This is an optimization exercise on Yosys and OpenROAD, whose aim is small area, a short achievable clock period and few clock cycles, not a production implementation.
RTL that was checked went through simulation tests only; none was proved equivalent to the original.
The RTL of runs 1 to 3 was laid out without a check of its function.
Power figures rest on the tool's default switching activity, not on a simulated workload.

==> design.v <==
module pq_engine (
    input  wire         clk,
    input  wire         rst,
    input  wire         cmd_valid,
    output wire         cmd_ready,
    input  wire [4:0]   cmd_k,
    input  wire [4:0]   cmd_x,
    input  wire [4:0]   cmd_y,
    input  wire         cmd_two,
    input  wire         in_valid,
    output wire         in_ready,
    input  wire [127:0] in_data,
    output wire         out_valid,
    input  wire         out_ready,
    output wire [127:0] out_data,
    output wire [4:0]   out_pos
);
    localparam LANES = 16;
    localparam [1:0] S_IDLE = 2'd0,
                     S_LOAD = 2'd1,
                     S_OUT1 = 2'd2,
                     S_OUT2 = 2'd3;
    function [7:0] gf_mul2;
        input [7:0] a;
        begin
            gf_mul2 = {a[6:0], 1'b0} ^ (a[7] ? 8'h1D : 8'h00);
        end
    endfunction
    function [7:0] gf_mul;
        input [7:0] a;
        input [7:0] b;
        integer i;
        reg [7:0] p;
        reg [7:0] t;
        begin
            p = 8'h00;
            t = a;
            for (i = 0; i < 8; i = i + 1) begin
                if (b[i])
                    p = p ^ t;
                t = gf_mul2(t);
            end
            gf_mul = p;
        end
    endfunction
    function [7:0] t_gpow;
        input [4:0] i;
        begin
            t_gpow[0] = (~i[1] & i[2] & i[3] & ~i[4]) | (~i[1] & ~i[2] & i[3] & i[4]) | (i[0] & i[2] & ~i[3] & i[4]) | (~i[0] & ~i[1] & ~i[2] & ~i[4]) | (~i[0] & i[2] & i[3] & ~i[4]) | (~i[0] & i[1] & ~i[2] & ~i[3] & i[4]);
            t_gpow[1] = (i[0] & ~i[1] & ~i[2] & i[3]) | (i[1] & i[2] & i[3] & ~i[4]) | (~i[0] & ~i[2] & i[3] & i[4]) | (i[0] & ~i[1] & ~i[2] & ~i[4]) | (i[0] & i[2] & i[3] & ~i[4]) | (i[0] & i[1] & ~i[2] & ~i[3] & i[4]) | (~i[0] & i[1] & i[2] & ~i[3] & i[4]);
            t_gpow[2] = (~i[0] & ~i[2] & i[4]) | (~i[0] & ~i[2] & i[3]) | (~i[1] & i[2] & i[3] & ~i[4]) | (~i[1] & i[2] & ~i[3] & i[4]) | (~i[0] & i[1] & ~i[2]) | (i[1] & ~i[2] & i[3] & i[4]) | (i[0] & i[1] & i[2] & i[3]);
            t_gpow[3] = (i[0] & i[1] & ~i[2]) | (~i[0] & ~i[1] & i[3]) | (~i[2] & ~i[3] & i[4]) | (i[1] & ~i[3] & i[4]) | (~i[1] & ~i[2] & i[3] & ~i[4]);
            t_gpow[4] = (~i[1] & i[2] & i[4]) | (i[0] & ~i[2] & ~i[3] & i[4]) | (~i[1] & ~i[2] & i[3] & ~i[4]) | (~i[0] & i[1] & i[3] & ~i[4]) | (~i[0] & ~i[1] & i[2] & ~i[3]);
            t_gpow[5] = (~i[0] & i[1] & ~i[3] & i[4]) | (~i[1] & i[2] & ~i[3] & i[4]) | (i[1] & ~i[2] & i[3] & ~i[4]) | (~i[0] & i[1] & i[2] & i[4]) | (i[0] & ~i[2] & i[3] & ~i[4]) | (i[0] & i[1] & i[2] & i[3]) | (i[0] & ~i[1] & i[2] & ~i[3]) | (i[0] & i[2] & i[3] & i[4]);
            t_gpow[6] = (i[1] & i[2] & i[4]) | (i[1] & ~i[2] & i[3] & ~i[4]) | (i[0] & i[2] & ~i[3] & i[4]) | (i[0] & i[1] & ~i[3] & i[4]) | (~i[0] & i[1] & i[2] & ~i[3]) | (~i[0] & ~i[1] & ~i[2] & ~i[3] & i[4]) | (~i[0] & ~i[1] & i[2] & i[3] & ~i[4]);
            t_gpow[7] = (~i[1] & i[2] & i[3] & ~i[4]) | (i[1] & i[2] & ~i[3] & i[4]) | (i[0] & i[1] & i[2] & ~i[3]) | (~i[0] & i[2] & ~i[3] & i[4]) | (i[0] & i[1] & ~i[2] & i[3] & ~i[4]) | (i[0] & ~i[1] & ~i[2] & ~i[3] & i[4]) | (~i[0] & ~i[1] & ~i[2] & i[3] & i[4]);
        end
    endfunction
    function [7:0] t_ginv;
        input [4:0] i;
        begin
            t_ginv[0] = (i[1] & ~i[2] & ~i[3]) | (i[2] & ~i[3] & i[4]) | (~i[0] & ~i[2] & ~i[4]) | (i[0] & i[1] & ~i[3]) | (i[0] & ~i[3] & i[4]) | (i[0] & i[1] & i[4]) | (~i[0] & ~i[1] & i[3] & ~i[4]) | (~i[1] & ~i[2] & i[3] & ~i[4]) | (~i[0] & ~i[1] & ~i[2] & i[3]);
            t_ginv[1] = (~i[3] & i[4]) | (~i[0] & i[1] & ~i[3]) | (~i[1] & ~i[2] & i[3] & ~i[4]) | (i[1] & i[2] & ~i[3]) | (i[0] & ~i[1] & ~i[2] & ~i[4]) | (i[0] & ~i[2] & i[3] & ~i[4]) | (~i[0] & i[1] & ~i[2] & i[4]);
            t_ginv[2] = (i[0] & ~i[1] & ~i[2] & i[3]) | (~i[0] & i[1] & ~i[3] & ~i[4]) | (i[0] & ~i[2] & ~i[3] & ~i[4]) | (~i[0] & ~i[1] & ~i[2] & i[4]) | (i[1] & i[2] & i[3] & i[4]) | (i[0] & ~i[2] & i[3] & i[4]) | (i[0] & ~i[1] & ~i[3] & ~i[4]) | (i[0] & i[1] & i[2] & i[3]) | (i[0] & i[1] & i[2] & i[4]) | (~i[0] & ~i[1] & i[2] & i[3] & ~i[4]);
            t_ginv[3] = (i[0] & i[1] & ~i[2]) | (i[0] & ~i[1] & ~i[3]) | (i[1] & i[3] & ~i[4]) | (i[1] & ~i[2] & i[4]) | (~i[1] & i[2] & ~i[3]) | (i[0] & ~i[2] & ~i[4]) | (i[0] & ~i[3] & ~i[4]) | (~i[0] & i[2] & i[3] & ~i[4]) | (i[0] & i[2] & i[3] & i[4]);
            t_ginv[4] = (~i[0] & i[2] & ~i[4]) | (~i[2] & i[3] & i[4]) | (i[1] & i[2] & ~i[3]) | (~i[0] & ~i[1] & i[3] & i[4]) | (~i[1] & i[2] & i[3] & ~i[4]) | (i[0] & i[1] & ~i[2] & i[3]) | (i[0] & i[2] & ~i[3] & i[4]) | (~i[0] & ~i[1] & ~i[2] & i[4]);
            t_ginv[5] = (i[1] & ~i[2] & i[3]) | (i[2] & ~i[3] & i[4]) | (~i[2] & i[3] & i[4]) | (~i[1] & i[2] & i[3] & ~i[4]) | (i[1] & i[3] & i[4]) | (i[0] & i[1] & i[3]) | (i[0] & i[1] & ~i[2] & ~i[4]) | (i[0] & ~i[1] & i[2] & ~i[4]) | (~i[0] & i[1] & i[2] & ~i[3]);
            t_ginv[6] = (i[2] & ~i[3] & i[4]) | (~i[1] & i[2] & ~i[3]) | (i[0] & ~i[1] & ~i[2] & i[3]) | (~i[0] & i[1] & i[3] & ~i[4]) | (~i[0] & ~i[2] & i[3] & i[4]) | (i[0] & i[2] & i[4]) | (i[0] & i[1] & ~i[3] & i[4]) | (i[1] & ~i[2] & i[3] & ~i[4]) | (~i[0] & i[2] & i[3] & ~i[4]) | (~i[0] & i[1] & ~i[2] & ~i[4]);
            t_ginv[7] = (~i[1] & ~i[2] & i[3]) | (i[2] & ~i[3] & i[4]) | (i[0] & ~i[2] & ~i[4]) | (i[1] & ~i[3] & i[4]) | (~i[2] & i[3] & ~i[4]) | (~i[0] & ~i[1] & i[2] & ~i[3]) | (~i[0] & ~i[1] & i[3] & i[4]) | (i[0] & ~i[1] & i[3] & ~i[4]);
        end
    endfunction
    function [7:0] t_zinv;
        input [4:0] i;
        begin
            t_zinv[0] = (~i[0] & i[1] & ~i[3] & ~i[4]) | (i[0] & i[1] & ~i[2] & ~i[3]) | (i[0] & ~i[1] & i[2] & ~i[3]) | (~i[0] & ~i[1] & ~i[2] & ~i[3]) | (i[0] & i[2] & i[3] & i[4]) | (~i[0] & i[1] & ~i[2] & ~i[4]) | (i[0] & ~i[1] & ~i[2] & i[3] & ~i[4]) | (~i[0] & ~i[1] & i[2] & i[3] & ~i[4]);
            t_zinv[1] = (~i[0] & ~i[2] & i[4]) | (~i[0] & ~i[3] & ~i[4]) | (i[0] & i[1] & i[4]) | (~i[0] & ~i[1] & i[4]) | (~i[2] & i[3] & i[4]) | (~i[0] & i[1] & ~i[2]) | (i[0] & i[1] & i[2] & i[3]);
            t_zinv[2] = (~i[0] & i[1] & ~i[3]) | (i[0] & ~i[3] & ~i[4]) | (~i[1] & ~i[2] & ~i[3]) | (~i[1] & i[2] & i[3] & ~i[4]) | (i[0] & i[1] & ~i[2] & ~i[4]) | (~i[0] & ~i[1] & i[2] & i[3]) | (i[0] & ~i[1] & ~i[2] & i[4]);
            t_zinv[3] = (i[0] & ~i[1] & i[4]) | (i[1] & i[3] & i[4]) | (i[2] & i[3] & i[4]) | (i[0] & ~i[1] & ~i[2] & i[3]) | (i[0] & i[1] & i[2] & i[3]) | (~i[0] & i[1] & ~i[2] & i[3]) | (i[0] & ~i[1] & i[2] & ~i[3]) | (i[0] & i[1] & ~i[2] & ~i[3] & ~i[4]) | (~i[0] & i[1] & i[2] & ~i[3] & ~i[4]);
            t_zinv[4] = (i[1] & i[2] & ~i[3]) | (~i[0] & i[2] & i[4]) | (i[0] & i[1] & ~i[2] & ~i[4]) | (~i[0] & i[1] & ~i[2] & i[3]) | (i[0] & ~i[1] & ~i[2] & ~i[3]) | (~i[0] & i[2] & ~i[3]);
            t_zinv[5] = (i[0] & ~i[1] & ~i[4]) | (i[1] & ~i[2] & i[3]) | (~i[0] & ~i[3] & i[4]) | (~i[0] & ~i[2] & ~i[4]) | (~i[1] & i[2] & ~i[3]) | (i[1] & ~i[2] & i[4]);
            t_zinv[6] = (~i[1] & ~i[3]) | (i[2] & ~i[3] & ~i[4]) | (i[0] & ~i[3] & i[4]) | (~i[0] & i[1] & i[3] & ~i[4]) | (~i[0] & ~i[1] & i[2] & i[4]) | (i[0] & ~i[1] & i[2] & ~i[4]) | (i[1] & ~i[2] & i[3] & ~i[4]);
            t_zinv[7] = (i[0] & ~i[1]) | (i[2] & i[4]) | (~i[0] & i[3] & ~i[4]) | (i[1] & i[3] & i[4]) | (~i[2] & ~i[3] & ~i[4]) | (i[2] & i[3]);
        end
    endfunction
    reg         cb_v;          
    reg         cb_p;          
    reg         cmd_rdy;
    reg [4:0]   cb_k, cb_x, cb_y;
    reg         cb_two;
    assign cmd_ready = cmd_rdy;
    wire cmd_fire = cmd_valid & ~cb_v;      
    wire [4:0] cb_k1   = cb_k + 5'd1;
    wire       cx_data = (cb_x < cb_k);
    wire [4:0] cb_d    = cb_y - cb_x;
    wire       cb_m0   = (cb_x == 5'd0);
    wire       cb_m1   = cb_two & (cb_y == 5'd1);
    wire       cb_qm   = (cb_x == cb_k1) | (cb_two & (cb_y == cb_k1));
    wire       cb_pm   = (cb_x == cb_k) | (cb_two & (cb_y == cb_k));
    wire       cb_dd   = cx_data & cb_two & (cb_y < cb_k);
    wire       cb_dp   = cx_data & cb_two & (cb_y == cb_k);
    wire       cb_dq   = cx_data & cb_two & (cb_y == cb_k1);
    wire       cb_qa   = (cb_x == cb_k1);
    wire [7:0] cb_gx   = t_gpow(cb_x);
    wire [7:0] cb_gix  = t_ginv(cb_x);
    wire [7:0] cb_z    = t_zinv(cb_d);
    reg  [7:0] p_c;
    always @(posedge clk)
        p_c <= cb_dd ? gf_mul(cb_z, cb_gix) : (cb_dp ? cb_gix : 8'h01);
    wire [7:0] l_c   = p_c;
    wire [7:0] l_e   = cb_dq ? cb_gx :
                       cb_dd ? cb_z :
                       (cb_dp | cb_qa) ? 8'h01 : 8'h00;
    wire [7:0] l_c1  = gf_mul2(l_c);
    wire [4:0] l_p0  = cb_m0 ? (cb_m1 ? 5'd2 : 5'd1) : 5'd0;
    wire [7:0] l_cw0 = cb_m0 ? (cb_m1 ? gf_mul2(l_c1) : l_c1) : l_c;
    wire [4:0] l_lp  = cb_qm ? (cb_pm ? cb_k - 5'd1 : cb_k) : cb_k1;
    reg [1:0]   state;
    reg         in_rdy;
    reg [4:0]   k_r, x_r, y_r, lp_r;  
    reg         two_r;
    reg         sh_r;          
    reg         sx;            
    reg [4:0]   pos;           
    reg [7:0]   c_r, e_r;
    reg [7:0]   cw;            
    reg         isp_r, isq_r;  
    reg         last_r;        
    reg         first;         
    reg [127:0] acc_a, acc_x;
    assign in_ready  = in_rdy;
    assign out_valid = state[1];
    assign out_data  = acc_a;
    assign out_pos   = x_r;
    wire consume  = in_valid & (state == S_LOAD);    
    wire out_fire = state[1] & out_ready;
    wire shift    = out_ready & sh_r;
    wire res_done = out_fire & ((state == S_OUT2) | ~two_r);
    wire load_row = cb_p & ((state == S_IDLE) | res_done);
    reg [1:0] state_n;
    always @(*) begin
        state_n = state;
        case (state)
            S_IDLE: if (cb_p) state_n = S_LOAD;
            S_LOAD: if (consume && last_r) state_n = S_OUT1;
            S_OUT1: if (out_ready) state_n = two_r ? S_OUT2 : (cb_p ? S_LOAD : S_IDLE);
            S_OUT2: if (out_ready) state_n = cb_p ? S_LOAD : S_IDLE;
        endcase
    end
    wire cb_v_n = cmd_fire | (cb_v & ~load_row);
    function is_missing;
        input [4:0] p;
        input [4:0] x;
        input [4:0] y;
        input       two;
        begin
            is_missing = (p == x) || (two && (p == y));
        end
    endfunction
    wire [4:0] pos1 = pos + 5'd1;
    wire [4:0] pos2 = pos + 5'd2;
    wire       m1   = is_missing(pos1, x_r, y_r, two_r);
    wire       m2   = is_missing(pos2, x_r, y_r, two_r);
    wire [4:0] pn   = m1 ? (m2 ? pos + 5'd3 : pos2) : pos1;
    wire [7:0] cw1  = gf_mul2(cw);
    wire [7:0] cw2  = gf_mul2(cw1);
    wire [7:0] cwn  = m1 ? (m2 ? gf_mul2(cw2) : cw2) : cw1;
    wire [7:0] w = isq_r ? c_r : (isp_r ? e_r : (cw ^ e_r));
    wire [7:0] wm [0:7];
    assign wm[0] = w;
    genvar gb, gl;
    generate
        for (gb = 1; gb < 8; gb = gb + 1) begin : g_wm
            assign wm[gb] = gf_mul2(wm[gb-1]);
        end
    endgenerate
    wire [127:0] prod;             
    generate
        for (gl = 0; gl < LANES; gl = gl + 1) begin : g_lane
            wire [7:0] d = in_data[8*gl +: 8];
            genvar gj;
            for (gj = 0; gj < 8; gj = gj + 1) begin : g_bit
                wire t0, t1, t2, t3, u0, u1;
                pq_and_xor2 i_t0 (.a0(d[0]), .b0(wm[0][gj]), .a1(d[1]), .b1(wm[1][gj]), .y(t0));
                pq_and_xor2 i_t1 (.a0(d[2]), .b0(wm[2][gj]), .a1(d[3]), .b1(wm[3][gj]), .y(t1));
                pq_and_xor2 i_t2 (.a0(d[4]), .b0(wm[4][gj]), .a1(d[5]), .b1(wm[5][gj]), .y(t2));
                pq_and_xor2 i_t3 (.a0(d[6]), .b0(wm[6][gj]), .a1(d[7]), .b1(wm[7][gj]), .y(t3));
                pq_xor2 i_u0 (.a(t0), .b(t1), .y(u0));
                pq_xor2 i_u1 (.a(t2), .b(t3), .y(u1));
                pq_xor2_en i_p (.a(u0), .b(u1), .en(consume), .y(prod[8*gl + gj]));
            end
        end
    endgenerate
    wire         add_a = consume & ~isq_r;
    wire         selx  = consume & last_r & sx;
    wire         keep  = ~first & ~shift;
    wire [127:0] a_m   = (acc_x & {128{shift}}) | (acc_a & {128{keep}});
    wire [127:0] x_f   = (acc_x & {128{~first}}) ^ prod;
    always @(posedge clk) begin
        acc_a <= a_m ^ (in_data & {128{add_a}}) ^ (x_f & {128{selx}});
        acc_x <= x_f;
        if (cmd_fire) begin
            cb_k   <= cmd_k;
            cb_x   <= cmd_x;
            cb_y   <= cmd_y;
            cb_two <= cmd_two;
        end
        if (load_row) begin
            k_r    <= cb_k;
            x_r    <= cb_x;
            y_r    <= cb_y;
            two_r  <= cb_two;
            lp_r   <= l_lp;
            sx     <= cb_qa | cb_dp | cb_dd;
            c_r    <= l_c;
            e_r    <= l_e;
            pos    <= l_p0;
            cw     <= l_cw0;
            isp_r  <= (l_p0 == cb_k);
            isq_r  <= 1'b0;
            last_r <= (l_p0 == l_lp);
        end else begin
            if (consume) begin
                pos    <= pn;
                cw     <= cwn;
                isp_r  <= (pn == k_r);
                isq_r  <= (pn == k_r + 5'd1);
                last_r <= (pn == lp_r);
            end
            if (shift)
                x_r <= y_r;
        end
        if (rst) begin
            state   <= S_IDLE;
            sh_r    <= 1'b0;
            cb_v    <= 1'b0;
            cb_p    <= 1'b0;
            cmd_rdy <= 1'b1;
            in_rdy  <= 1'b0;
            first   <= 1'b0;
        end else begin
            state   <= state_n;
            sh_r    <= (state_n == S_OUT1) & two_r;
            cb_v    <= cb_v_n;
            cb_p    <= cb_v & ~load_row;
            cmd_rdy <= ~cb_v_n;
            in_rdy  <= (state_n == S_LOAD);
            if (load_row)
                first <= 1'b1;
            else if (consume)
                first <= 1'b0;
        end
    end
endmodule
module pq_and_xor2 (
    input  wire a0,
    input  wire b0,
    input  wire a1,
    input  wire b1,
    output wire y
);
    assign y = (a0 & b0) ^ (a1 & b1);
endmodule
module pq_xor2 (
    input  wire a,
    input  wire b,
    output wire y
);
    assign y = a ^ b;
endmodule
module pq_xor2_en (
    input  wire a,
    input  wire b,
    input  wire en,
    output wire y
);
    assign y = (a ^ b) & en;
endmodule
==> flow/run.sh <==
#!/bin/bash
# Standard ORFS layout in two calls: synthesis and floorplan with no timing
# repair margin, then placement to the end with timing repair aimed below the
# clock period. Each call's output goes to its own log.
set -euo pipefail
bash standard.sh synth floorplan SETUP_SLACK_MARGIN=0 > orfs_synth_floorplan.log 2>&1
bash standard.sh finish SETUP_SLACK_MARGIN=14.0 "BUFFER_PORTS_ARGS=-buffer_cell sky130_fd_sc_hd__buf_2"  > orfs_place_route.log 2>&1
==> standard.sh <==
#!/bin/bash
# synth_recipe.tcl (not shown) runs the flow's synth.tcl, then flattens the netlist and writes it again
# the make line also repeats each setting of config.mk as NAME=value (left out here)
make -C /OpenROAD-flow-scripts/flow DESIGN_CONFIG=/design/flow/config.mk WORK_HOME=/design/flow/orfs CLKGATE_MAP_FILE= SYNTH_SCRIPT=/design/flow/synth_recipe.tcl "${@:-finish}"
==> config.mk <==
export PLATFORM = sky130hd
export DESIGN_NAME = pq_engine
export DESIGN_NICKNAME = pq_engine
export VERILOG_FILES = /design/flow/design.v
export SDC_FILE = /design/flow/constraint.sdc
export NUM_CORES = 8
export LEC_CHECK = 0
export CAP_MARGIN = 20
export CORE_MARGIN = 2
export CORE_UTILIZATION = 70
export CTS_CLUSTER_DIAMETER = 100
export CTS_CLUSTER_SIZE = 20
export SLEW_MARGIN = 20
export SYNTH_HIERARCHICAL = 1
==> constraint.sdc <==
create_clock -name core_clock -period 19.0 [get_ports {clk}]
set_input_delay 3.8000 -clock core_clock [delete_from_list [all_inputs] [get_ports {clk}]]
set_output_delay 3.8000 -clock core_clock [all_outputs]
set_load 0.01 [all_outputs]
==> flow_results.xml, run 1 <==
<?xml version="1.0" encoding="UTF-8"?>
<metrics>
  <group name="status">
    <metric name="status" unit="">timing/DRC/antenna clean</metric>
  </group>
  <group name="yosys">
    <metric name="synth.ff_latch_count" unit="">342</metric>
    <metric name="synth.largest_area_cell" unit="">xor2_1</metric>
    <metric name="yosys.cell_count.top_type" unit="">nand2_1</metric>
    <metric name="netlist-cell-type-count" unit="">79</metric>
    <metric name="postSynth.asyncResetShare" unit="%">0</metric>
    <metric name="syn_nets" unit="">4542</metric>
    <metric name="synth.cell_area" unit="µm²">32900</metric>
    <metric name="postSynthAreaPerCell" unit="µm²">7.54</metric>
    <metric name="synth_edf_count" unit="">69</metric>
    <metric name="most_frequently_used_flop_master_after_synthesis" unit="">dfxtp_1</metric>
    <metric name="post_synth_main_area_contributors" unit="">xor2_1, dfxtp_1, nand2_1</metric>
    <metric name="netlist_top_cells_count" unit="">nand2_1, xor2_1, xnor2_1, dfxtp_1, a21oi_1</metric>
    <metric name="synth.yosys.warnings" unit="">7</metric>
    <metric name="synthesis.instances" unit="">4371</metric>
    <metric name="top_cell_type_s_share_of_synthesized_area" unit="%">28.4</metric>
    <metric name="ys_seq_area_share" unit="%">22.9</metric>
  </group>
  <group name="worst_hold_path">
    <metric name="worstHoldPathType" unit="">flip-flop to flip-flop</metric>
  </group>
  <group name="setup_path">
    <metric name="worst-path-max-fanout" unit="">2</metric>
    <metric name="cp.buffers_inverters" unit="">1</metric>
    <metric name="timing_worst_setup_path_type" unit="">flip-flop to primary output</metric>
    <metric name="critPathLaunchType" unit="">flip-flop</metric>
    <metric name="path_delay_family" unit="">flip-flops</metric>
    <metric name="timing.critical_path.arrival" unit="ps">1210</metric>
    <metric name="max_stage_delay" unit="ps">460</metric>
    <metric name="worstPathCellList" unit="">buf_2</metric>
    <metric name="required" unit="ps">15200</metric>
    <metric name="worst_path_max_delay_cell" unit="">dfxtp_1</metric>
    <metric name="end_kind" unit="">primary output</metric>
  </group>
  <group name="global_routing">
    <metric name="grt.met2_usage" unit="%">65.8</metric>
    <metric name="grt_use_total" unit="%">40.9</metric>
    <metric name="first_global_vias" unit="">30100</metric>
    <metric name="antenna_found_initial" unit="">9</metric>
    <metric name="grt_util_met1" unit="%">52.6</metric>
    <metric name="grt_pass1_wl" unit="µm">163000</metric>
    <metric name="busiest_layer" unit="">met2</metric>
    <metric name="grt_max_degree" unit="">98</metric>
    <metric name="overflow" unit="">0</metric>
    <metric name="grtUsageMet3" unit="%">7.71</metric>
  </group>
  <group name="power">
    <metric name="clock_power_share" unit="%">10.2</metric>
    <metric name="power.net_switching" unit="mW">2.26</metric>
    <metric name="internal_pwr_total" unit="mW">2.42</metric>
    <metric name="totalPowerFinal" unit="mW">4.67</metric>
    <metric name="powerDensity" unit="nW/µm²">127</metric>
    <metric name="power.share.switching" unit="%">48.3</metric>
    <metric name="total_leakage_power" unit="nW">14.9</metric>
    <metric name="share_comb_of_total_power" unit="%">67.0</metric>
    <metric name="worst_ir_drop_vdd" unit="V">0.000139</metric>
    <metric name="seqPwrFrac" unit="%">22.9</metric>
  </group>
  <group name="clock_network">
    <metric name="tritoncts_clock_tree" unit="">done</metric>
    <metric name="holdBufCountCts" unit="">0</metric>
    <metric name="cts_max_level" unit="">1</metric>
    <metric name="clock_sink_count" unit="">342</metric>
    <metric name="cts_root_buffer" unit="">clkbuf_16</metric>
    <metric name="path_clk_slew" unit="ps">90</metric>
    <metric name="cts_max_path_buffers" unit="">3</metric>
    <metric name="number_of_buffers_created_by_cts" unit="">21</metric>
    <metric name="worstSkewPairLatency" unit="ps">580</metric>
  </group>
  <group name="placed_design">
    <metric name="portBuffers" unit="">284</metric>
    <metric name="dp_hpwl" unit="µm">59800</metric>
    <metric name="placed_instance_area" unit="µm²">35100</metric>
    <metric name="place_worst_setup_slack" unit="ps">11750</metric>
    <metric name="gpl.final_weighted_congestion" unit="">0.910</metric>
  </group>
  <group name="sta">
    <metric name="worst_slew_pin_slew" unit="ps">1180</metric>
    <metric name="fmax" unit="GHz">0.199</metric>
    <metric name="finalSetupViolCount" unit="">0</metric>
    <metric name="report.final.slew_viol_count" unit="">0</metric>
    <metric name="skew" unit="ps">36.0</metric>
    <metric name="grt_setup_unrepaired" unit="">yes</metric>
    <metric name="final.setup.tns" unit="ps">0</metric>
    <metric name="layout_worst_path_cycle_share" unit="%">26.4</metric>
    <metric name="max-slew-margin-rel" unit="%">21.5</metric>
    <metric name="final.setup.worst_slack" unit="ps">13990</metric>
    <metric name="timing.final.hold_violations" unit="">0</metric>
    <metric name="final_period_minus_worst_setup_slack" unit="ps">5010</metric>
  </group>
  <group name="floorplanning">
    <metric name="die_y" unit="µm">221</metric>
    <metric name="top_level_ports" unit="">285</metric>
    <metric name="num_rows" unit="">79</metric>
    <metric name="core" unit="µm²">46500</metric>
    <metric name="initial_standard_cell_utilization_of_the_core" unit="%">70.9</metric>
    <metric name="die_area" unit="µm²">48800</metric>
    <metric name="floorplan.die.width" unit="µm">221</metric>
  </group>
  <group name="drt">
    <metric name="drtPass1Iterations" unit="">6</metric>
    <metric name="detailedRoute.firstIterationViolations" unit="">3425</metric>
    <metric name="ant_nets" unit="">0</metric>
    <metric name="drc_errors" unit="">0</metric>
    <metric name="via_per_inst" unit="">6.07</metric>
    <metric name="routed_wl" unit="µm">105000</metric>
    <metric name="post_drt_wl_per_cell" unit="µm">20.1</metric>
    <metric name="vias_after_detailed_routing" unit="">31700</metric>
  </group>
  <group name="layout">
    <metric name="final_util" unit="%">79.4</metric>
    <metric name="area_delta_synth_final" unit="%">11.9</metric>
    <metric name="fin_nets" unit="">4767</metric>
    <metric name="finalInstanceArea" unit="µm²">36900</metric>
    <metric name="fraction_of_layout_cells_with_a_size_suffix_above_1" unit="%">10.8</metric>
    <metric name="nFillCells" unit="">3424</metric>
  </group>
  <group name="run">
    <metric name="max-cap-violations" unit="">0</metric>
  </group>
</metrics>
flip-flops by register name, summed over array words and instances (netlist names), 2 cells and up:
register  count
acc_a       128
lp_r          5
pos           5
y_r           5
cb_x          5
p_c           8
c_r           8
k_r           5
e_r           8
cb_y          5
state         2
acc_x       128
cw            8
cb_k          5
x_r           5
repair_timing:
| action | in CTS | in global routing |
|---|---|---|
| pin swaps | 4 | 108 |
| setup endpoints to repair | 285 | 139 |
| resized for setup | 44 | 132 |
| buffers inserted | 7 | 15 |
| gates cloned | 16 | 2 |
power groups by stage:
stage	logic, mW	registers, mW	clock network (mW)
2_1_floorplan	2.26	1.08	0
3_3_place_gp	2.93	1.08	0
3_5_place_dp	2.98	1.08	0
4_1_cts	3.03	1.06	0.477
5_1_grt	3.37	1.09	0.503
6_report	3.13	1.07	0.476
logic make-up after synthesis:
logic type / synth area share, %
muxes: 0.649
xor gates and xnor gates: 38.8
DFF: 22.9
and+or+nand+nor: 27.7
AOI/OAI and AO/OA: 6.61
buffers and inverters: 2.49
adders and majority gates: 0.858
modules after synthesis (local to each module, per instance):
module | cells | flip-flops and latches | cell area, µm² | copies in the design
pq_xor2_en | 2 | 0 | 15.0 | 128
pq_and_xor2 | 3 | 0 | 16.3 | 512
pq_xor2 | 1 | 0 | 8.76 | 256
pq_engine | 2323 | 342 | 20500 | 1
per-layer routing:
layer / share of wire [%] / vias to the layer above
met3: 10 / 416
li1: - / 14500
met1: 39 / 14900
met2: 45 / 1781
met4: 5.4 / 10
met5: 0.11 / -
layout by cell type (no fill, tap or decap), types with 7 or more instances in the layout:
cell type,synthesis,layout
nor2_1,84,83
xnor2_2,1,21
buf_16,0,9
nand4_1,134,134
clkbuf_4,0,43
or3_1,7,7
edfxtp_1,69,69
nand2_1,1231,1229
o211ai_1,12,12
mux2i_1,18,18
nor3b_1,130,130
clkbuf_16,0,24
nor3_1,19,19
diode_2,0,7
xor2_1,1070,1052
dfxtp_1,273,269
o21ai_0,63,61
a21oi_1,191,187
ha_1,21,21
nand2b_1,142,142
and2_1,137,131
and2_4,1,7
xnor2_1,368,345
and3_1,7,7
a211oi_1,12,12
o22ai_1,12,12
xor2_2,3,17
nand3_1,33,32
buf_2,7,223
inv_1,39,34
nor2b_1,17,17
buf_4,1,72
stage by stage:
stage               cells  hold WS [ps]
floorplan            4371           406
global placement     5140           475
detailed placement   5140           489
CTS                  5190           498
global route         5211           525
finish               5214           506
final cells by class:
type,count,area (µm²),share of cell area (%)
Timing Repair inverter,2,17.5,0.0475
Timing Repair Buffer,366,2670,7.23
Clock buffer,25,541,1.47
Inverter,44,193,0.522
Sequential cell,342,7540,20.5
Tap cell,607,759,2.06
Clock inverter,2,22.5,0.0611
Antenna cell,7,17.5,0.0475
Multi-Input combinational cell,3819,25100,68.1
path summary, 6_finish.rpt:
check	slack (ps)	cells after the start	endpoint	startpoint
worst max-delay path	13990	1	out_data[11]	acc_a[11]
worst min register to register	510	1	cb_p	cb_v
worst max register to register	14130	17	acc_a[74]	isp_r
worst min-delay path	510	1	cb_p	cb_v
==> run 2, diff against run 1 <==
--- a/config.mk
+++ b/config.mk
@@ -9,3 +9,3 @@
 export CORE_MARGIN = 2
-export CORE_UTILIZATION = 70
+export CORE_UTILIZATION = 75
 export CTS_CLUSTER_DIAMETER = 100
==> run 2 against run 1 <==
Effect of this change:
- combinational power is essentially flat
- power grew 0.91%
- core utilization grew 5.4 points
- first-iteration DRC count grew 15%
- critical path type is now input pin to flip-flop
- highest routed layer unchanged
==> flow_results.xml, run 2 <==
<?xml version="1.0" encoding="UTF-8"?>
<metrics>
  <group name="status">
    <metric name="status" unit="">timing/DRC/antenna clean</metric>
  </group>
  <group name="yosys">
    <metric name="top_cell_type_s_share_of_synthesized_area" unit="%">28.4</metric>
    <metric name="ys_seq_area_share" unit="%">22.9</metric>
    <metric name="synth.yosys.warnings" unit="">7</metric>
    <metric name="synthesis.instances" unit="">4371</metric>
    <metric name="yosys.cell_count.top_type" unit="">nand2_1</metric>
    <metric name="netlist-cell-type-count" unit="">79</metric>
    <metric name="synth.cell_area" unit="µm²">32900</metric>
    <metric name="synth.largest_area_cell" unit="">xor2_1</metric>
    <metric name="post_synth_main_area_contributors" unit="">xor2_1, dfxtp_1, nand2_1</metric>
    <metric name="postSynthAreaPerCell" unit="µm²">7.54</metric>
    <metric name="postSynth.asyncResetShare" unit="%">0</metric>
    <metric name="most_frequently_used_flop_master_after_synthesis" unit="">dfxtp_1</metric>
    <metric name="netlist_top_cells_count" unit="">nand2_1, xor2_1, xnor2_1, dfxtp_1, a21oi_1</metric>
    <metric name="syn_nets" unit="">4542</metric>
    <metric name="synth_edf_count" unit="">69</metric>
    <metric name="synth.ff_latch_count" unit="">342</metric>
  </group>
  <group name="global_routing">
    <metric name="grt_use_total" unit="%">42.9</metric>
    <metric name="grt_max_degree" unit="">130</metric>
    <metric name="overflow" unit="">0</metric>
    <metric name="antenna_found_initial" unit="">7</metric>
    <metric name="first_global_vias" unit="">30000</metric>
    <metric name="grt_pass1_wl" unit="µm">157000</metric>
  </group>
  <group name="setup_path">
    <metric name="critPathMostFrequentCell" unit="">xor2_1</metric>
    <metric name="timing.critical_path.arrival" unit="ps">5520</metric>
    <metric name="required" unit="ps">19460</metric>
    <metric name="critPathLaunchType" unit="">input pin</metric>
    <metric name="max_stage_delay" unit="ps">290</metric>
    <metric name="timing.reg2reg.setup_slack" unit="ps">14090</metric>
    <metric name="timing_worst_setup_path_type" unit="">input pin to flip-flop</metric>
    <metric name="worst-path-max-fanout" unit="">9</metric>
    <metric name="worstPathCellList" unit="">clkbuf_4, nand2_1, xor2_1, xor2_1, xor2_1, and2_1, xnor2_1, nand4_1, xnor2_1</metric>
    <metric name="end_kind" unit="">flip-flop</metric>
    <metric name="worst_path_max_delay_cell" unit="">xor2_1</metric>
  </group>
  <group name="clock_network">
    <metric name="number_of_buffers_created_by_cts" unit="">21</metric>
    <metric name="clock_sink_count" unit="">342</metric>
    <metric name="cts_root_buffer" unit="">clkbuf_16</metric>
    <metric name="cts_max_path_buffers" unit="">3</metric>
    <metric name="tritoncts_clock_tree" unit="">done</metric>
    <metric name="cts_max_level" unit="">1</metric>
    <metric name="worstSkewPairLatency" unit="ps">560</metric>
    <metric name="path_clk_slew" unit="ps">90</metric>
  </group>
  <group name="drt">
    <metric name="post_drt_wl_per_cell" unit="µm">19.6</metric>
    <metric name="detailedRoute.firstIterationViolations" unit="">3934</metric>
    <metric name="ant_nets" unit="">0</metric>
    <metric name="routed_wl" unit="µm">101000</metric>
    <metric name="via_per_inst" unit="">6.16</metric>
    <metric name="vias_after_detailed_routing" unit="">31900</metric>
    <metric name="drtPass1Iterations" unit="">7</metric>
    <metric name="drc_errors" unit="">0</metric>
  </group>
  <group name="sta">
    <metric name="final.setup.worst_slack" unit="ps">13930</metric>
    <metric name="finalSetupViolCount" unit="">0</metric>
    <metric name="grt_setup_unrepaired" unit="">yes</metric>
    <metric name="worst_slew_pin_slew" unit="ps">1180</metric>
    <metric name="fmax" unit="GHz">0.197</metric>
    <metric name="report.final.slew_viol_count" unit="">0</metric>
    <metric name="max-slew-margin-rel" unit="%">21.5</metric>
    <metric name="final.setup.tns" unit="ps">0</metric>
    <metric name="layout_worst_path_cycle_share" unit="%">26.7</metric>
    <metric name="timing.final.hold_violations" unit="">0</metric>
    <metric name="final_period_minus_worst_setup_slack" unit="ps">5070</metric>
    <metric name="skew" unit="ps">27.1</metric>
  </group>
  <group name="floorplanning">
    <metric name="floorplan.die.width" unit="µm">214</metric>
    <metric name="die_y" unit="µm">214</metric>
    <metric name="core" unit="µm²">43300</metric>
    <metric name="num_rows" unit="">76</metric>
    <metric name="initial_standard_cell_utilization_of_the_core" unit="%">76.2</metric>
    <metric name="die_area" unit="µm²">45600</metric>
    <metric name="top_level_ports" unit="">285</metric>
  </group>
  <group name="power">
    <metric name="power.share.switching" unit="%">48.6</metric>
    <metric name="powerDensity" unit="nW/µm²">129</metric>
    <metric name="share_comb_of_total_power" unit="%">67.1</metric>
    <metric name="internal_pwr_total" unit="mW">2.42</metric>
    <metric name="power.net_switching" unit="mW">2.29</metric>
    <metric name="clock_power_share" unit="%">10.1</metric>
    <metric name="totalPowerFinal" unit="mW">4.71</metric>
    <metric name="total_leakage_power" unit="nW">14.8</metric>
    <metric name="worst_ir_drop_vdd" unit="V">0.000171</metric>
    <metric name="seqPwrFrac" unit="%">22.8</metric>
  </group>
  <group name="placed_design">
    <metric name="number_of_instances_in_the_placed_design" unit="">5117</metric>
    <metric name="portBuffers" unit="">284</metric>
    <metric name="gpl.final_weighted_congestion" unit="">0.937</metric>
    <metric name="dp_hpwl" unit="µm">59500</metric>
    <metric name="place_worst_setup_slack" unit="ps">11790</metric>
  </group>
  <group name="layout">
    <metric name="final_common_cell" unit="">nand2_1</metric>
    <metric name="nFillCells" unit="">2718</metric>
    <metric name="finish.cell_count_without_fillers" unit="">5180</metric>
    <metric name="fraction_of_layout_cells_with_a_size_suffix_above_1" unit="%">10.8</metric>
    <metric name="largestRegisters" unit="">acc_a (128), acc_x (128)</metric>
    <metric name="area_delta_synth_final" unit="%">11.3</metric>
    <metric name="fin_nets" unit="">4754</metric>
    <metric name="final_cell_mix" unit="">nand2_1, xor2_1, xnor2_1, dfxtp_1, buf_2</metric>
  </group>
  <group name="run">
    <metric name="max-cap-violations" unit="">0</metric>
  </group>
  <group name="worst_hold_path">
    <metric name="worstHoldPathType" unit="">flip-flop to flip-flop</metric>
  </group>
</metrics>
==> run 2: cell counts after synthesis <==
No cell type changed its count.
==> run 2: worst paths after layout <==
path,endpoint,start,cells past startpoint
max reg2reg,acc_a[66],isp_r,18
min,y_r[0],cb_y[0],0
max,acc_a[66],in_data[71],9
min reg2reg,y_r[0],cb_y[0],0
==> run 2: area by class of cell <==
| class | instances | area [µm²] | area share, % |
|---|---|---|---|
| timing repair buffer | 356 | 2500 | 6.81 |
| timing repair inverter | 2 | 17.5 | 0.0478 |
| tap | 585 | 732 | 2.00 |
| clock inverter | 1 | 16.3 | 0.0444 |
| sequential | 342 | 7550 | 20.6 |
| antenna | 8 | 20.0 | 0.0546 |
| clock buffer | 26 | 554 | 1.51 |
| inverter | 44 | 179 | 0.488 |
| multi-input combinational | 3816 | 25100 | 68.5 |
==> run 2: cells by family (layout without fill, tap and decap cells) <==
group	after synthesis	after routing	synth area share (%)
buffers and inverters	213	429	2.49
AO/OA/AOI/OAI	362	362	6.61
flip-flops	342	342	22.9
XOR/XNOR	1448	1448	38.8
multiplexers	21	21	0.649
other	0	8	0
adder cells (fa/ha/maj)	22	22	0.858
AND/OR/NAND/NOR	1963	1963	27.7
==> run 2: critical path, delay by kind of cell <==
family	cells	cell delay (ps)
XOR/XNOR	5	1100
buffers and inverters	1	200
AND/OR/NAND/NOR	3	420
==> run 2: timing repair <==
action | in CTS | in global routing
gates cloned | 8 | 0
endpoints found under the setup margin | 245 | 141
pin swaps | 1 | 146
buffers inserted | 6 | 13
resized for setup | 31 | 203
hold buffers | 0 | 0
==> run 2: per-layer routing <==
layer / wire length, µm / GRT usage, % / share of wire (%) / vias to the layer above
met2: 45900 / 68.8 / 45 / 2049
met3: 11900 / 8.68 / 12 / 411
met4: 4810 / 23.3 / 4.7 / 4
met5: 15 / 0 / 0.015 / -
li1: - / - / - / 14500
met1: 38800 / 54.3 / 38 / 14900
==> run 2: per-stage QoR <==
step | hold WS, ps | util (%) | area (µm²)
detailed placement | 466 | 80.9 | 35000
floorplan | 406 | - | 32900
finish | 485 | 84.8 | 36700
global route | 495 | 84.8 | 36700
global placement | 460 | 80.9 | 35000
CTS | 487 | 83.1 | 36000
==> run 2: per-module statistics from Yosys, one instance, submodules excluded <==
module       flops+latches  cells  cell area, µm²  times used
pq_engine              342   2323           20500           1
pq_xor2                  0      1            8.76         256
pq_xor2_en               0      2            15.0         128
pq_and_xor2              0      3            16.3         512
==> run 2: power by group through the flow <==
stage          clock network, mW  registers, mW  logic [mW]
2_1_floorplan                  0           1.08        2.26
3_3_place_gp                   0           1.08        2.92
3_5_place_dp                   0           1.09        2.98
4_1_cts                    0.475           1.07        3.02
5_1_grt                    0.498           1.09        3.40
6_report                   0.476           1.08        3.16
==> run 3, diff against run 2 <==
--- a/flow/run.sh
+++ b/flow/run.sh
@@ -6,2 +6,2 @@
 bash standard.sh synth floorplan SETUP_SLACK_MARGIN=0 > orfs_synth_floorplan.log 2>&1
-bash standard.sh finish SETUP_SLACK_MARGIN=14.0 "BUFFER_PORTS_ARGS=-buffer_cell sky130_fd_sc_hd__buf_2"  > orfs_place_route.log 2>&1
+bash standard.sh finish SETUP_SLACK_MARGIN=14.2 "BUFFER_PORTS_ARGS=-buffer_cell sky130_fd_sc_hd__buf_2" "SETUP_MOVE_SEQUENCE=unbuffer,sizeup,swap" > orfs_place_route.log 2>&1
--- a/config.mk
+++ b/config.mk
@@ -9,3 +9,3 @@
 export CORE_MARGIN = 2
-export CORE_UTILIZATION = 75
+export CORE_UTILIZATION = 70
 export CTS_CLUSTER_DIAMETER = 100
==> run 3 against run 2 <==
Effect of this change:
- synthesized cell count unchanged
- synthesized area did not move
- final area rose by 5.8%
- critical path depth shrank 2
- sequential power increased by 4%
- first-iteration DRC count down 14%
- sequential share of layout area shrank 0.61 points
- fmax down 11%
- cell count is 0.14% lower
- non-clock buffer count down 25
- critical endpoint is now acc_a[93]
- largest power group unchanged
==> flow_results.xml, run 3 <==
<?xml version="1.0" encoding="UTF-8"?>
<metrics>
  <group name="clock_network">
    <metric name="cts.repair_timing.setup_buffer_count" unit="">0</metric>
    <metric name="number_of_buffers_created_by_cts" unit="">21</metric>
    <metric name="clock_sink_count" unit="">342</metric>
    <metric name="tritoncts_clock_tree" unit="">done</metric>
    <metric name="holdBufCountCts" unit="">0</metric>
    <metric name="worstSkewPairLatency" unit="ps">580</metric>
    <metric name="cts_root_buffer" unit="">clkbuf_16</metric>
    <metric name="cts_max_level" unit="">1</metric>
    <metric name="path_clk_slew" unit="ps">90</metric>
    <metric name="cts_max_path_buffers" unit="">3</metric>
  </group>
  <group name="global_routing">
    <metric name="antenna_found_initial" unit="">10</metric>
    <metric name="first_global_vias" unit="">29800</metric>
    <metric name="grt_pass1_wl" unit="µm">156000</metric>
    <metric name="overflow" unit="">0</metric>
    <metric name="grt_use_total" unit="%">38.4</metric>
    <metric name="grt_max_degree" unit="">199</metric>
  </group>
  <group name="drt">
    <metric name="drc_errors" unit="">0</metric>
    <metric name="detailedRoute.firstIterationViolations" unit="">3389</metric>
    <metric name="routed_wl" unit="µm">102000</metric>
    <metric name="ant_nets" unit="">0</metric>
    <metric name="vias_after_detailed_routing" unit="">31500</metric>
    <metric name="post_drt_wl_per_cell" unit="µm">19.7</metric>
    <metric name="drtPass1Iterations" unit="">6</metric>
    <metric name="via_per_inst" unit="">6.08</metric>
  </group>
  <group name="floorplanning">
    <metric name="initial_standard_cell_utilization_of_the_core" unit="%">70.9</metric>
    <metric name="die_y" unit="µm">221</metric>
    <metric name="floorplan.die.width" unit="µm">221</metric>
    <metric name="die_area" unit="µm²">48800</metric>
    <metric name="core" unit="µm²">46500</metric>
    <metric name="top_level_ports" unit="">285</metric>
    <metric name="num_rows" unit="">79</metric>
  </group>
  <group name="sta">
    <metric name="holdWs" unit="ps">507</metric>
    <metric name="finalSetupViolCount" unit="">0</metric>
    <metric name="skew" unit="ps">37.8</metric>
    <metric name="timing.final.hold_violations" unit="">0</metric>
    <metric name="report.final.slew_viol_count" unit="">0</metric>
    <metric name="final_period_minus_worst_setup_slack" unit="ps">5690</metric>
    <metric name="grt_setup_unrepaired" unit="">yes</metric>
    <metric name="fmax" unit="GHz">0.176</metric>
    <metric name="final.setup.tns" unit="ps">0</metric>
    <metric name="final.setup.worst_slack" unit="ps">13310</metric>
    <metric name="layout_worst_path_cycle_share" unit="%">29.9</metric>
    <metric name="worst_slew_pin_slew" unit="ps">1390</metric>
    <metric name="max-slew-margin-rel" unit="%">7.19</metric>
  </group>
  <group name="yosys">
    <metric name="synthesis.instances" unit="">4371</metric>
    <metric name="most_frequently_used_flop_master_after_synthesis" unit="">dfxtp_1</metric>
    <metric name="ys_seq_area_share" unit="%">22.9</metric>
    <metric name="syn_nets" unit="">4542</metric>
    <metric name="netlist_top_cells_count" unit="">nand2_1, xor2_1, xnor2_1, dfxtp_1, a21oi_1</metric>
    <metric name="yosys.cell_count.top_type" unit="">nand2_1</metric>
    <metric name="synth.ff_latch_count" unit="">342</metric>
    <metric name="postSynthAreaPerCell" unit="µm²">7.54</metric>
    <metric name="top_cell_type_s_share_of_synthesized_area" unit="%">28.4</metric>
    <metric name="postSynth.asyncResetShare" unit="%">0</metric>
    <metric name="synth.yosys.warnings" unit="">7</metric>
    <metric name="netlist-cell-type-count" unit="">79</metric>
    <metric name="synth.largest_area_cell" unit="">xor2_1</metric>
    <metric name="post_synth_main_area_contributors" unit="">xor2_1, dfxtp_1, nand2_1</metric>
    <metric name="synth.cell_area" unit="µm²">32900</metric>
    <metric name="synth_edf_count" unit="">69</metric>
  </group>
  <group name="worst_hold_path">
    <metric name="worstHoldPathCells" unit="">1</metric>
    <metric name="holdPathEnd" unit="">cb_p</metric>
    <metric name="hold_path_startpoint" unit="">cb_v</metric>
    <metric name="worstHoldPathType" unit="">flip-flop to flip-flop</metric>
  </group>
  <group name="power">
    <metric name="internal_pwr_total" unit="mW">2.60</metric>
    <metric name="power.share.switching" unit="%">47.7</metric>
    <metric name="share_comb_of_total_power" unit="%">68.0</metric>
    <metric name="power.net_switching" unit="mW">2.37</metric>
    <metric name="total_leakage_power" unit="nW">15.6</metric>
    <metric name="seqPwrFrac" unit="%">22.5</metric>
    <metric name="powerDensity" unit="nW/µm²">128</metric>
    <metric name="worst_ir_drop_vdd" unit="V">0.000149</metric>
    <metric name="clock_power_share" unit="%">9.6</metric>
  </group>
  <group name="setup_path">
    <metric name="ff2ff_path_depth" unit="">17</metric>
    <metric name="cp.buffers_inverters" unit="">2</metric>
    <metric name="required" unit="ps">19500</metric>
    <metric name="worst_path_max_delay_cell" unit="">and2_4</metric>
    <metric name="critical_path.reg2reg.startpoint" unit="">isp_r</metric>
    <metric name="critPathLaunchType" unit="">input pin</metric>
    <metric name="worst_r2r_endpoint" unit="">acc_a[90]</metric>
    <metric name="max_stage_delay" unit="ps">590</metric>
    <metric name="worst-path-max-fanout" unit="">198</metric>
    <metric name="timing.reg2reg.setup_slack" unit="ps">13810</metric>
    <metric name="end_kind" unit="">flip-flop</metric>
    <metric name="path_delay_family" unit="">simple AND/OR/NAND/NOR gates</metric>
    <metric name="timing.critical_path.arrival" unit="ps">6180</metric>
    <metric name="timing_worst_setup_path_type" unit="">input pin to flip-flop</metric>
    <metric name="worstPathCellList" unit="">buf_8, and2_4, buf_16, nor3b_1, a21oi_1, xor2_1, xnor2_1</metric>
  </group>
  <group name="placed_design">
    <metric name="gpl.final_weighted_congestion" unit="">0.910</metric>
    <metric name="place_worst_setup_slack" unit="ps">11750</metric>
    <metric name="dp_hpwl" unit="µm">59800</metric>
    <metric name="portBuffers" unit="">284</metric>
    <metric name="placed_instance_area" unit="µm²">35100</metric>
  </group>
  <group name="layout">
    <metric name="area_delta_synth_final" unit="%">17.8</metric>
    <metric name="finalInstanceArea" unit="µm²">38800</metric>
    <metric name="final_common_cell" unit="">nand2_1</metric>
    <metric name="largestRegisters" unit="">acc_a (128), acc_x (128)</metric>
    <metric name="nFillCells" unit="">2918</metric>
    <metric name="fin_nets" unit="">4727</metric>
    <metric name="final_cell_mix" unit="">nand2_1, xor2_1, xnor2_1, a21oi_1, buf_6</metric>
    <metric name="fraction_of_layout_cells_with_a_size_suffix_above_1" unit="%">18.3</metric>
    <metric name="final_util" unit="%">83.5</metric>
  </group>
  <group name="run">
    <metric name="max-cap-violations" unit="">0</metric>
  </group>
  <group name="status">
    <metric name="status" unit="">timing/DRC/antenna clean</metric>
  </group>
</metrics>
## run 3: worst max-delay path by stage
stage                         start          to  slack (ps)  depth (start not counted)
after floorplan               cw[6]  acc_a[124]        9440                         17
after global placement     in_valid   acc_a[93]       11850                         10
after detailed placement   in_valid   acc_a[75]       11750                         10
after CTS                  in_valid   acc_a[68]       13640                         10
after global routing      out_ready   acc_a[68]       13380                          7
final                     out_ready   acc_a[93]       13310                          7
## run 3: power by group through the flow
stage / sequential, mW / combinational, mW / clock, mW
6_report: 1.12 / 3.38 / 0.476
3_5_place_dp: 1.08 / 2.98 / 0
3_3_place_gp: 1.08 / 2.93 / 0
2_1_floorplan: 1.08 / 2.26 / 0
4_1_cts: 1.10 / 3.15 / 0.477
5_1_grt: 1.14 / 3.63 / 0.500
## run 3: layout make-up
cell class                 instances  area [µm²]  share of cell area, %
timing repair buffer             331        3120                   8.03
multi-input combinational       3816       26400                   68.0
sequential                       342        7750                   20.0
antenna                            6        15.0                 0.0387
clock inverter                     2        22.5                 0.0580
clock buffer                      25         541                   1.39
tap                              607         759                   1.96
inverter                          44         219                  0.564
## run 3: per-module statistics from Yosys, one instance, submodules excluded
module,cells,times used
pq_engine,2323,1
pq_and_xor2,3,512
pq_xor2_en,2,128
pq_xor2,1,256
## run 3: repair_timing
| item | 4_1_cts | 5_1_grt |
|---|---|---|
| setup endpoints to repair | 447 | 356 |
| endpoints found under the hold margin | 0 | 0 |
| pin swaps | 168 | 275 |
| resized for setup | 425 | 345 |
## run 3: cells by family after synthesis
family	Yosys count	share of synthesized area, %
AOI/OAI and AO/OA	362	6.61
xor gates and xnor gates	1448	38.8
adders and majority gates	22	0.858
buffers and inverters	213	2.49
DFF	342	22.9
muxes	21	0.649
and+or+nand+nor	1963	27.7
## run 3: worst register-to-register path, stage by stage (launching register included)
cell	delay (ps)
edfxtp_1	550
nor2b_1	200
xnor2_1	150
nor2_1	60
a21oi_1	410
inv_1	670
xnor2_2	460
buf_4	440
xor2_2	400
buf_4	350
nand2_1	120
xor2_1	190
xor2_1	180
xor2_1	160
and2_1	170
xnor2_1	220
nand4_1	150
xnor2_1	200
## run 3: layer usage
metal	GRT usage [%]	routed length, µm	vias up
met1	50.0	40100	15000
met3	6.11	9500	353
met2	62.8	47400	1679
met4	17.6	4620	8
li1	-	-	14400
met5	0	54	-
## run 3: through the flow
stage	instances	power (mW)
global placement	5140	4.01
floorplan	4371	3.34
finish	5173	4.97
CTS	5167	4.72
global route	5173	5.26
detailed placement	5140	4.06
==> run 4, diff against run 3 <==
--- a/design.v
+++ b/design.v
@@ -105,6 +105,20 @@
     wire [7:0] cb_z    = t_zinv(cb_d);
-    reg  [7:0] p_c;
-    always @(posedge clk)
-        p_c <= cb_dd ? gf_mul(cb_z, cb_gix) : (cb_dp ? cb_gix : 8'h01);
-    wire [7:0] l_c   = p_c;
+    reg  [7:0] p_r;
+    reg  [2:0] p_n;            
+    wire [1:0] p_t = (p_n[1:0] == 2'd0) ? cb_gix[7:6] :
+                     (p_n[1:0] == 2'd1) ? cb_gix[5:4] :
+                     (p_n[1:0] == 2'd2) ? cb_gix[3:2] : cb_gix[1:0];
+    wire [7:0] p_rn  = gf_mul2(gf_mul2(p_r)) ^ (p_t[1] ? gf_mul2(cb_z) : 8'h00) ^
+                       (p_t[0] ? cb_z : 8'h00);
+    wire       p_rdy = ~cb_dd | p_n[2] | (p_n[1:0] == 2'd3);
+    always @(posedge clk) begin
+        if (cmd_fire) begin
+            p_r <= 8'h00;
+            p_n <= 3'd0;
+        end else if (~p_n[2]) begin
+            p_r <= p_rn;
+            p_n <= p_n + 3'd1;
+        end
+    end
+    wire [7:0] l_c   = cb_dd ? p_r : (cb_dp ? cb_gix : 8'h01);
     wire [7:0] l_e   = cb_dq ? cb_gx :
@@ -243,3 +257,3 @@
             cb_v    <= cb_v_n;
-            cb_p    <= cb_v & ~load_row;
+            cb_p    <= cb_v & ~load_row & p_rdy;
             cmd_rdy <= ~cb_v_n;
--- a/flow/run.sh
+++ b/flow/run.sh
@@ -6,2 +6,2 @@
 bash standard.sh synth floorplan SETUP_SLACK_MARGIN=0 > orfs_synth_floorplan.log 2>&1
-bash standard.sh finish SETUP_SLACK_MARGIN=14.2 "BUFFER_PORTS_ARGS=-buffer_cell sky130_fd_sc_hd__buf_2" "SETUP_MOVE_SEQUENCE=unbuffer,sizeup,swap" > orfs_place_route.log 2>&1
+bash standard.sh finish SETUP_SLACK_MARGIN=14.1 "BUFFER_PORTS_ARGS=-buffer_cell sky130_fd_sc_hd__buf_2"  > orfs_place_route.log 2>&1
==> run 4 against run 3 <==
Effect of this change:
- count of clock-buffer cells in the layout up 1
- first-iteration DRC count up 15%
- combinational power down 21%
- worst hold slack better by 11 ps
- largest cell class unchanged
==> flow_results.xml, run 4 <==
<?xml version="1.0" encoding="UTF-8"?>
<metrics>
  <group name="setup_path">
    <metric name="end_kind" unit="">primary output</metric>
    <metric name="worst-path-max-fanout" unit="">3</metric>
    <metric name="worstPathCellList" unit="">buf_2</metric>
    <metric name="critPathLaunchType" unit="">flip-flop</metric>
    <metric name="path_delay_family" unit="">flip-flops</metric>
    <metric name="max_stage_delay" unit="ps">440</metric>
    <metric name="critical_path.reg2reg.startpoint" unit="">isp_r</metric>
    <metric name="cp.buffers_inverters" unit="">1</metric>
    <metric name="required" unit="ps">15200</metric>
    <metric name="timing_worst_setup_path_type" unit="">flip-flop to primary output</metric>
    <metric name="worst_path_max_delay_cell" unit="">edfxtp_1</metric>
    <metric name="worst_setup_path_start" unit="">x_r[1]</metric>
    <metric name="timing.critical_path.arrival" unit="ps">1200</metric>
  </group>
  <group name="global_routing">
    <metric name="grt_use_total" unit="%">40.8</metric>
    <metric name="overflow" unit="">0</metric>
    <metric name="antenna_found_initial" unit="">2</metric>
    <metric name="grt_max_degree" unit="">96</metric>
    <metric name="first_global_vias" unit="">28500</metric>
    <metric name="grt_pass1_wl" unit="µm">157000</metric>
  </group>
  <group name="layout">
    <metric name="finalInstanceArea" unit="µm²">37700</metric>
    <metric name="multi_input_gate_area" unit="µm²">25200</metric>
    <metric name="nFillCells" unit="">3177</metric>
    <metric name="final_cell_mix" unit="">nand2_1, xor2_1, xnor2_1, dfxtp_1, a21oi_1</metric>
    <metric name="final_common_cell" unit="">nand2_1</metric>
    <metric name="largestRegisters" unit="">acc_a (128), acc_x (128)</metric>
    <metric name="regArea" unit="µm²">7680</metric>
    <metric name="fraction_of_layout_cells_with_a_size_suffix_above_1" unit="%">14.6</metric>
    <metric name="fin_nets" unit="">4697</metric>
    <metric name="area_delta_synth_final" unit="%">15.6</metric>
  </group>
  <group name="clock_network">
    <metric name="tritoncts_clock_tree" unit="">done</metric>
    <metric name="cts_max_level" unit="">1</metric>
    <metric name="clock_sink_count" unit="">345</metric>
    <metric name="cts_root_buffer" unit="">clkbuf_16</metric>
    <metric name="number_of_buffers_created_by_cts" unit="">21</metric>
    <metric name="cts_max_path_buffers" unit="">3</metric>
    <metric name="worstSkewPairLatency" unit="ps">600</metric>
    <metric name="path_clk_slew" unit="ps">90</metric>
  </group>
  <group name="sta">
    <metric name="finalSetupViolCount" unit="">0</metric>
    <metric name="worst_slew_pin_slew" unit="ps">1180</metric>
    <metric name="final.setup.worst_slack" unit="ps">14000</metric>
    <metric name="fmax" unit="GHz">0.200</metric>
    <metric name="holdWs" unit="ps">518</metric>
    <metric name="skew" unit="ps">28.9</metric>
    <metric name="timing.final.hold_violations" unit="">0</metric>
    <metric name="max-slew-margin-rel" unit="%">21.4</metric>
    <metric name="final.setup.tns" unit="ps">0</metric>
    <metric name="layout_worst_path_cycle_share" unit="%">26.3</metric>
    <metric name="final_period_minus_worst_setup_slack" unit="ps">5000</metric>
    <metric name="report.final.slew_viol_count" unit="">0</metric>
    <metric name="grt_setup_unrepaired" unit="">yes</metric>
  </group>
  <group name="yosys">
    <metric name="synth.cell_area" unit="µm²">32600</metric>
    <metric name="synth.ff_latch_count" unit="">345</metric>
    <metric name="syn_nets" unit="">4455</metric>
    <metric name="ys_seq_area_share" unit="%">23.3</metric>
    <metric name="synth.yosys.warnings" unit="">7</metric>
    <metric name="synth_edf_count" unit="">69</metric>
    <metric name="top_cell_type_s_share_of_synthesized_area" unit="%">28.4</metric>
    <metric name="netlist-cell-type-count" unit="">87</metric>
    <metric name="post_synth_main_area_contributors" unit="">xor2_1, dfxtp_1, nand2_1</metric>
    <metric name="most_frequently_used_flop_master_after_synthesis" unit="">dfxtp_1</metric>
    <metric name="yosys.cell_count.top_type" unit="">nand2_1</metric>
    <metric name="postSynth.asyncResetShare" unit="%">0</metric>
    <metric name="netlist_top_cells_count" unit="">nand2_1, xor2_1, xnor2_1, dfxtp_1, a21oi_1</metric>
    <metric name="synth.largest_area_cell" unit="">xor2_1</metric>
    <metric name="synthesis.instances" unit="">4280</metric>
    <metric name="postSynthAreaPerCell" unit="µm²">7.63</metric>
  </group>
  <group name="status">
    <metric name="status" unit="">timing/DRC/antenna clean</metric>
  </group>
  <group name="drt">
    <metric name="drtPass1Iterations" unit="">6</metric>
    <metric name="drc_errors" unit="">0</metric>
    <metric name="via_per_inst" unit="">6.10</metric>
    <metric name="routed_wl" unit="µm">105000</metric>
    <metric name="ant_nets" unit="">0</metric>
    <metric name="detailedRoute.firstIterationViolations" unit="">3893</metric>
    <metric name="post_drt_wl_per_cell" unit="µm">20.5</metric>
    <metric name="vias_after_detailed_routing" unit="">31300</metric>
  </group>
  <group name="power">
    <metric name="power.share.switching" unit="%">46.6</metric>
    <metric name="share_comb_of_total_power" unit="%">62.1</metric>
    <metric name="worst_ir_drop_vdd" unit="V">0.000123</metric>
    <metric name="totalPowerFinal" unit="mW">4.30</metric>
    <metric name="total_leakage_power" unit="nW">15.4</metric>
    <metric name="seqPwrFrac" unit="%">26.7</metric>
    <metric name="clock_power_share" unit="%">11.1</metric>
    <metric name="powerDensity" unit="nW/µm²">114</metric>
    <metric name="power.net_switching" unit="mW">2.00</metric>
    <metric name="internal_pwr_total" unit="mW">2.30</metric>
  </group>
  <group name="placed_design">
    <metric name="dp_hpwl" unit="µm">59700</metric>
    <metric name="gpl.final_weighted_congestion" unit="">0.890</metric>
    <metric name="place_worst_setup_slack" unit="ps">11730</metric>
    <metric name="portBuffers" unit="">284</metric>
    <metric name="placed_instance_area" unit="µm²">34700</metric>
  </group>
  <group name="worst_hold_path">
    <metric name="worstHoldPathType" unit="">flip-flop to flip-flop</metric>
    <metric name="hold_path_startpoint" unit="">acc_x[69]</metric>
  </group>
  <group name="floorplanning">
    <metric name="die_y" unit="µm">220</metric>
    <metric name="die_area" unit="µm²">48400</metric>
    <metric name="num_rows" unit="">79</metric>
    <metric name="core" unit="µm²">46300</metric>
    <metric name="floorplan.die.width" unit="µm">220</metric>
    <metric name="initial_standard_cell_utilization_of_the_core" unit="%">70.6</metric>
    <metric name="top_level_ports" unit="">285</metric>
  </group>
  <group name="run">
    <metric name="max-cap-violations" unit="">0</metric>
  </group>
</metrics>
## run 4: final timing paths
kind / end / cells after the start / slack (ps)
max: out_pos[1] / 1 / 14000
min: acc_x[69] / 2 / 520
max reg2reg: acc_a[115] / 18 / 14260
min reg2reg: acc_x[69] / 2 / 520
## run 4: kinds of logic (layout without fill, tap and decap cells)
| logic type | Yosys count | in the layout | share of synthesized area, % |
|---|---|---|---|
| and+or+nand+nor | 1932 | 1934 | 27.7 |
| xor gates and xnor gates | 1405 | 1405 | 38.4 |
| AOI/OAI and AO/OA | 357 | 357 | 6.90 |
| DFF | 345 | 345 | 23.3 |
| buffers and inverters | 207 | 453 | 2.55 |
| adders and majority gates | 27 | 27 | 1.05 |
| muxes | 7 | 7 | 0.218 |
| other | 0 | 1 | 0 |
## run 4: per-stage QoR
step	instances	util, %
2_1_floorplan	4280	-
3_3_place_gp	5053	75.1
3_5_place_dp	5053	75.1
4_1_cts	5107	78.0
5_1_grt	5136	81.6
6_report	5136	81.6
## run 4: repair_timing
| item | 4_1_cts | 5_1_grt |
|---|---|---|
| buffers inserted | 10 | 22 |
| setup endpoints to repair | 300 | 190 |
| hold endpoints to repair | 0 | 0 |
| gates cloned | 15 | 5 |
| hold buffers | 0 | 0 |
| pin swaps | 16 | 343 |
| resized for setup | 107 | 451 |
## run 4: layout make-up
cell class	instances	area share, %
Multi-Input combinational cell	3730	66.7
Sequential cell	345	20.4
Timing Repair Buffer	381	8.84
Tap cell	607	2.01
Clock buffer	26	1.44
Inverter	40	0.504
Clock inverter	3	0.0762
Timing Repair inverter	3	0.0762
Antenna cell	1	0.00663
## run 4: Yosys stat by module, one instance, submodules excluded
module | flops+latches | times used | cell area (µm²)
pq_xor2 | 0 | 256 | 8.76
pq_engine | 345 | 1 | 20200
pq_xor2_en | 0 | 128 | 15.0
pq_and_xor2 | 0 | 512 | 16.3
## run 4: routing by layer
layer	part of all wire (%)	routed length, µm	GRT usage [%]	up-vias
met1	40	41600	55.4	14800
met3	11	11300	6.13	335
met4	4.4	4630	17.3	0
li1	-	-	-	14300
met2	45	47800	64.6	1894
met5	0	0	0	-
## run 4: power by group through the flow
stage | logic [mW] | registers (mW) | clock network (mW)
final | 2.67 | 1.15 | 0.479
after global routing | 2.88 | 1.17 | 0.506
after CTS | 2.51 | 1.14 | 0.479
after detailed placement | 2.47 | 1.15 | 0
after global placement | 2.43 | 1.14 | 0
after floorplan | 1.86 | 1.13 | 0
Testbench counts of run 4, summed over its fixed seeds: cycles 8,513.

## static timing again, ports no longer ideal
Ports are ideal in the flow. The routed layouts listed here were re-timed in OpenROAD. Step 1 sets driving cells, clkbuf_16 on the clock port and buf_2 on the other inputs (assumed; they add their load-dependent delay and slew). Step 2, shift: input delay + t, output delay - t, t = (earliest + latest rising clock arrival at the registers) / 2. This alone moves slack from input paths to output paths. a / b / c = no drivers / after step 1 / after step 2; a / b = the first two.
run | shift t [ns] | slack for setup (ns) | clock arrival spread, ns
run 1 | 0.627 | 13.986 / 13.922 / 13.402 | 0.040 / 0.040
run 2 | 0.615 | 13.934 / 13.950 / 13.347 | 0.037 / 0.037
run 3 | 0.623 | 13.312 / 13.320 / 12.697 | 0.042 / 0.042
run 4 | 0.641 | 13.998 / 13.938 / 13.451 | 0.029 / 0.029
After both steps every run listed still meets setup and hold. The setup slack of run 3, which loses most, moves by +0.008 ns with the drivers and by -0.615 ns with both steps.
